Background: an optimization exercise with open tools, aiming at small area, a short achievable clock period and few clock cycles per item. Do not read the settings as production practice. Function was checked by simulation only, so behaviour that the tests miss may differ from the original.

==> run a <==
## whey_update
module whey_update (
    input  wire        clk,
    input  wire        rst,           
    input  wire        in_valid,
    output wire        in_ready,
    input  wire [63:0] in_delta,      
    input  wire [31:0] in_p,          
    input  wire [31:0] in_w,          
    output wire        out_valid,
    input  wire        out_ready,
    output wire [31:0] out_p,
    output wire [31:0] out_w,
    output wire [7:0]  out_flags      
);
Settings: LEC_CHECK=0, ABC_AREA=1, CAP_MARGIN=20, CORE_MARGIN=2, CORE_UTILIZATION=65, PLACE_DENSITY=0.78, SLEW_MARGIN=20; clock period 75.0 ns.
standard.sh (not shown) runs the stock make flow with config.mk's settings and CLKGATE_MAP_FILE= SYNTH_SCRIPT=/design/flow/synth_recipe.tcl, a recipe that flattens the netlist after the stock synthesis.
==> flow/flow/run.sh <==
#!/bin/bash
# The standard layout (the standard.sh: ORFS synthesis to finish), with one
# change: the buffers that ORFS puts on every input and output port are
# sky130_fd_sc_hd__buf_2 cells instead of the resizer's default pick
# (clkdlybuf4s50_1, a slow delay buffer). Everything else, including the
# synthesis, floorplan, power grid, tap cells and clock tree, is standard.
set -euo pipefail
export BUFFER_PORTS_ARGS="-buffer_cell sky130_fd_sc_hd__buf_2"
bash standard.sh finish > flow_make.log 2>&1
==> run b (differences from run a) <==
--- a/flow/design.v
+++ b/flow/design.v
@@ -96,18 +96,15 @@
     wire [7:0]  eb = {b[14:8], b[7] | ~nb};
     wire [23:0] ma = {na, a[22:0]};
     wire [7:0]  mb = {nb, b[6:0]};
     wire [7:0]  dab, dba;
     wire        ab_ge, ba_ge;
     bka #(8) u_dab (.a(ea), .b(~eb), .ci(1'b1), .s(dab), .co(ab_ge));
     bka #(8) u_dba (.a(eb), .b(~ea), .ci(1'b1), .s(dba), .co(ba_ge));
-    wire [7:0]  mdm;
-    wire        ma_ge;
-    bka #(8) u_mc (.a(ma[23:16]), .b(~mb), .ci(1'b1), .s(mdm), .co(ma_ge));
-    wire        bbig = ~ab_ge | (ab_ge & ba_ge & ~ma_ge);
+    wire        bbig = {eb, mb} > {ea, ma[23:16]};
     wire [7:0]  ex = bbig ? eb : ea;
     wire        sx = bbig ? b[15] : a[31];
     wire [23:0] mx = bbig ? {mb, 16'd0} : ma;
     wire [23:0] my = bbig ? ma : {mb, 16'd0};
     wire [7:0]  d  = bbig ? dba : dab;
     wire        sub = a[31] ^ b[15];
     wire [4:0]  dsh = d[4:0] | {5{|d[7:5]}};
@@ -163,76 +160,77 @@
     wire        s15  = pre[15] ^ (up & all1);
     wire        c16  = up & all1 & pre[15];
     wire        s16  = pre[16] ^ c16;
     wire        z14  = up ? all1 : all0;            
     wire        upp  = s15 & (~z14 | s16);         
     wire [14:0] code;
     wire        c0;
-    bka #(15) u_p1 (.a(pre[30:16]), .b(15'd0), .ci(c16 | upp), .s(code), .co(c0));
+    inc #(15) u_p1 (.a(pre[30:16]), .ci(c16 | upp), .s(code), .co(c0));
     assign ovf   = &code[14:7];
     assign p1    = {sign, code};
     assign s_ovf = (&pre[30:23]) | ((pre[30:23] == 8'hFE) & (&pre[22:0]) & up);
     wire [15:0] rm;
     wire        c1;
-    bka #(16) u_neg (.a(pre[15:0] ^ {16{upp}}), .b(16'd0), .ci(up ^ upp), .s(rm), .co(c1));
+    inc #(16) u_neg (.a(pre[15:0] ^ {16{upp}}), .ci(up ^ upp), .s(rm), .co(c1));
     wire        rs = sign ^ upp;
     wire        ns = |pre[30:23];
     wire [7:0]  es = {pre[30:24], pre[23] | ~ns};
     wire [23:0] n;
     wire [4:0]  shl;
     lzshift #(24) u_norm (.t({8'd0, rm}), .lim(es - 8'd1), .y(n), .shl(shl));
     wire [7:0]  ed;
     wire        c2;
     rca #(8) u_er (.a(es), .b(~{3'd0, shl}), .ci(1'b1), .s(ed), .co(c2));
     wire [7:0]  er  = n[23] ? ed : 8'd0;
     wire        rup = n[15] & ((|n[14:0]) | n[16]);
     wire [14:0] wc;
     wire        c3;
-    bka #(15) u_w1 (.a({er, n[22:16]}), .b(15'd0), .ci(rup), .s(wc), .co(c3));
+    inc #(15) u_w1 (.a({er, n[22:16]}), .ci(rup), .s(wc), .co(c3));
     assign w1 = (rm == 16'd0) ? 16'h0000 : {rs, wc};
 endmodule
 module whey_lane_a (
     input  wire [31:0] delta,
     input  wire [15:0] w,
     output wire [31:0] a,
-    output wire [4:0]  ast
+    output wire [3:0]  ast
 );
     wire d_max = &delta[30:23];
     wire w_max = &w[14:7];
     wire d_nan = d_max & (|delta[22:0]);
     wire w_nan = w_max & (|w[6:0]);
     wire d_inf = d_max & ~(|delta[22:0]);
     wire w_inf = w_max & ~(|w[6:0]);
     wire        sign, up, ovf;
     wire [30:0] pre;
     fp32_add   u_add (.a(delta), .b(w), .sign(sign), .pre(pre), .up(up));
     fp32_round u_rnd (.sign(sign), .pre(pre), .up(up), .r(a), .ovf(ovf));
     wire nan_new = d_inf & w_inf & (delta[31] ^ w[15]);
-    assign ast = {d_nan | w_nan, nan_new, d_inf | w_inf, d_inf ? delta[31] : w[15], ovf};
+    assign ast = {d_nan | w_nan, nan_new, d_inf | w_inf, d_inf ? delta[31] : w[15]};
 endmodule
 module whey_lane_s (
     input  wire [31:0] a,
-    input  wire [4:0]  ast,
+    input  wire [3:0]  ast,
     input  wire [15:0] p,
     output wire        sign,
     output wire [30:0] pre,
     output wire        up,
     output wire [5:0]  sst
 );
     wire p_max = &p[14:7];
     wire p_nan = p_max & (|p[6:0]);
     wire p_inf = p_max & ~(|p[6:0]);
-    wire a_nan     = ast[4] | ast[3];
-    wire a_inf     = ~a_nan & (ast[2] | ast[0]);
-    wire a_inf_new = ~ast[4] & ~ast[2] & ast[0];
-    wire a_sign    = ast[2] ? ast[1] : a[31];
+    wire a_ovf     = &a[30:23];
+    wire a_nan     = ast[3] | ast[2];
+    wire a_inf     = ~a_nan & (ast[1] | a_ovf);
+    wire a_inf_new = ~ast[3] & ~ast[1] & a_ovf;
+    wire a_sign    = ast[1] ? ast[0] : a[31];
     fp32_add u_add (.a(a), .b(p), .sign(sign), .pre(pre), .up(up));
     wire nan_new = ~a_nan & p_inf & a_inf & (p[15] ^ a_sign);
     wire s_nan   = p_nan | a_nan | nan_new;
-    assign sst = {ast[4] | p_nan, ast[3] | nan_new, a_inf_new, s_nan,
+    assign sst = {ast[3] | p_nan, ast[2] | nan_new, a_inf_new, s_nan,
                   p_inf | a_inf, p_inf ? p[15] : a_sign};
 endmodule
 module whey_lane_out (
     input  wire        sign,
     input  wire [30:0] pre,
     input  wire        up,
     input  wire [5:0]  sst,
@@ -257,15 +255,15 @@
     input  wire [15:0] p,
     input  wire [15:0] w,
     output wire [15:0] p_new,
     output wire [15:0] w_new,
     output wire [3:0]  flags
 );
     wire [31:0] a;
-    wire [4:0]  ast;
+    wire [3:0]  ast;
     wire        sign, up;
     wire [30:0] pre;
     wire [5:0]  sst;
     whey_lane_a   u_a (.delta(delta), .w(w), .a(a), .ast(ast));
     whey_lane_s   u_s (.a(a), .ast(ast), .p(p), .sign(sign), .pre(pre), .up(up), .sst(sst));
     whey_lane_out u_o (.sign(sign), .pre(pre), .up(up), .sst(sst),
                        .p_new(p_new), .w_new(w_new), .flags(flags));
@@ -288,38 +286,38 @@
     reg [69:0] h_d, t_d;
     wire       go = ~t_v;             
     reg        v0;
     reg [63:0] delta0;
     reg [31:0] p0, w0;
     reg        v1;
     reg [63:0] a1;
-    reg [9:0]  ast1;
+    reg [7:0]  ast1;
     reg [31:0] p1;
     reg        v2;
     reg [65:0] s2;                    
     reg [11:0] sst2;
     reg        rdy;                   
     wire [63:0] a_n;
     wire [65:0] s_n;
-    wire [9:0]  ast_n;
+    wire [7:0]  ast_n;
     wire [11:0] sst_n;
     wire [31:0] pn, wn;
     wire [7:0]  fn;
     genvar i;
     generate
         for (i = 0; i < 2; i = i + 1) begin : g_lane
             whey_lane_a u_a (
                 .delta (delta0[32*i +: 32]),
                 .w     (w0[16*i +: 16]),
                 .a     (a_n[32*i +: 32]),
-                .ast   (ast_n[5*i +: 5])
+                .ast   (ast_n[4*i +: 4])
             );
             whey_lane_s u_s (
                 .a     (a1[32*i +: 32]),
-                .ast   (ast1[5*i +: 5]),
+                .ast   (ast1[4*i +: 4]),
                 .p     (p1[16*i +: 16]),
                 .sign  (s_n[33*i + 32]),
                 .pre   (s_n[33*i + 1 +: 31]),
                 .up    (s_n[33*i]),
                 .sst   (sst_n[6*i +: 6])
             );
             whey_lane_out u_o (
@@ -377,13 +375,13 @@
             w0     <= in_w;
             a1     <= a_n;
             ast1   <= ast_n;
             p1     <= p0;
             s2     <= s_n;
             sst2   <= sst_n;
         end
-        if (t_v ? rd : (wr & (~h_v | rd)))
+        if (~h_v | out_ready)
             h_d <= t_v ? t_d : res;
-        if (~t_v & wr & h_v & ~rd)
+        if (~t_v)
             t_d <= res;
     end
 endmodule
Settings changed: CORE_UTILIZATION 65 to 40, PLACE_DENSITY 0.78 to not set.
==> summary.txt <==
status: finished clean
M1 wire length: 66.95 mm
reg-to-reg setup timing slack: 59.50 ns
Post-Synth XOR/XNOR Area: 0.05012
vias in the first global route: 40,400
FF+latch count, synth: 456
Final Worst Setup Slack: 58.78 ns
FMAX: 0.06165 GHz
the above is filed under run b

==> summary.txt <==
vias in the first global route: 43,030
FMAX: 0.06062 GHz
Final Worst Setup Slack: 58.50 ns
FF+latch count, synth: 458
status: finished clean
fin util: 0.6974
reg-to-reg setup timing slack: 58.50 ns
M1 wire length: 57.54 mm
dominant kind of cell: multi-input gates
Reg area: 13,690 um2
Post-Synth XOR/XNOR Area: 0.05408
the above is filed under run a

Testbench counts of run a, summed over its fixed seeds: cycles 16,032, items 16,000.
Testbench counts of run b, summed over its fixed seeds: cycles 16,032, items 16,000.

separate check: timing with driven ports:
The results above use ideal ports. As a check the final layouts listed here were re-extracted and re-timed, cells and wires unchanged.
Step 1 assumes that a clkbuf_16 drives the clock port and a buf_2 every other input.
Step 2 also shifts input and output timing later by t, the mid clock arrival at the registers, as if the neighbouring blocks saw the same clock.
Three values: ideal, step 1, step 2; two values: the first two.
run | t, ns | setup slack, ns | slew at the worst register clock pin (ns) | worst data-port slew with drivers (ns)
run a | 0.697 | 58.503 / 58.503 / 57.994 | 0.08 / 0.08 | 0.05
run b | 0.717 | 58.779 / 58.704 / 58.707 | 0.07 / 0.07 | 0.05
After both steps every run listed still meets setup and hold. For run a, which loses most, drivers alone change the setup slack by 0.000 ns; drivers and shift together by -0.509 ns.
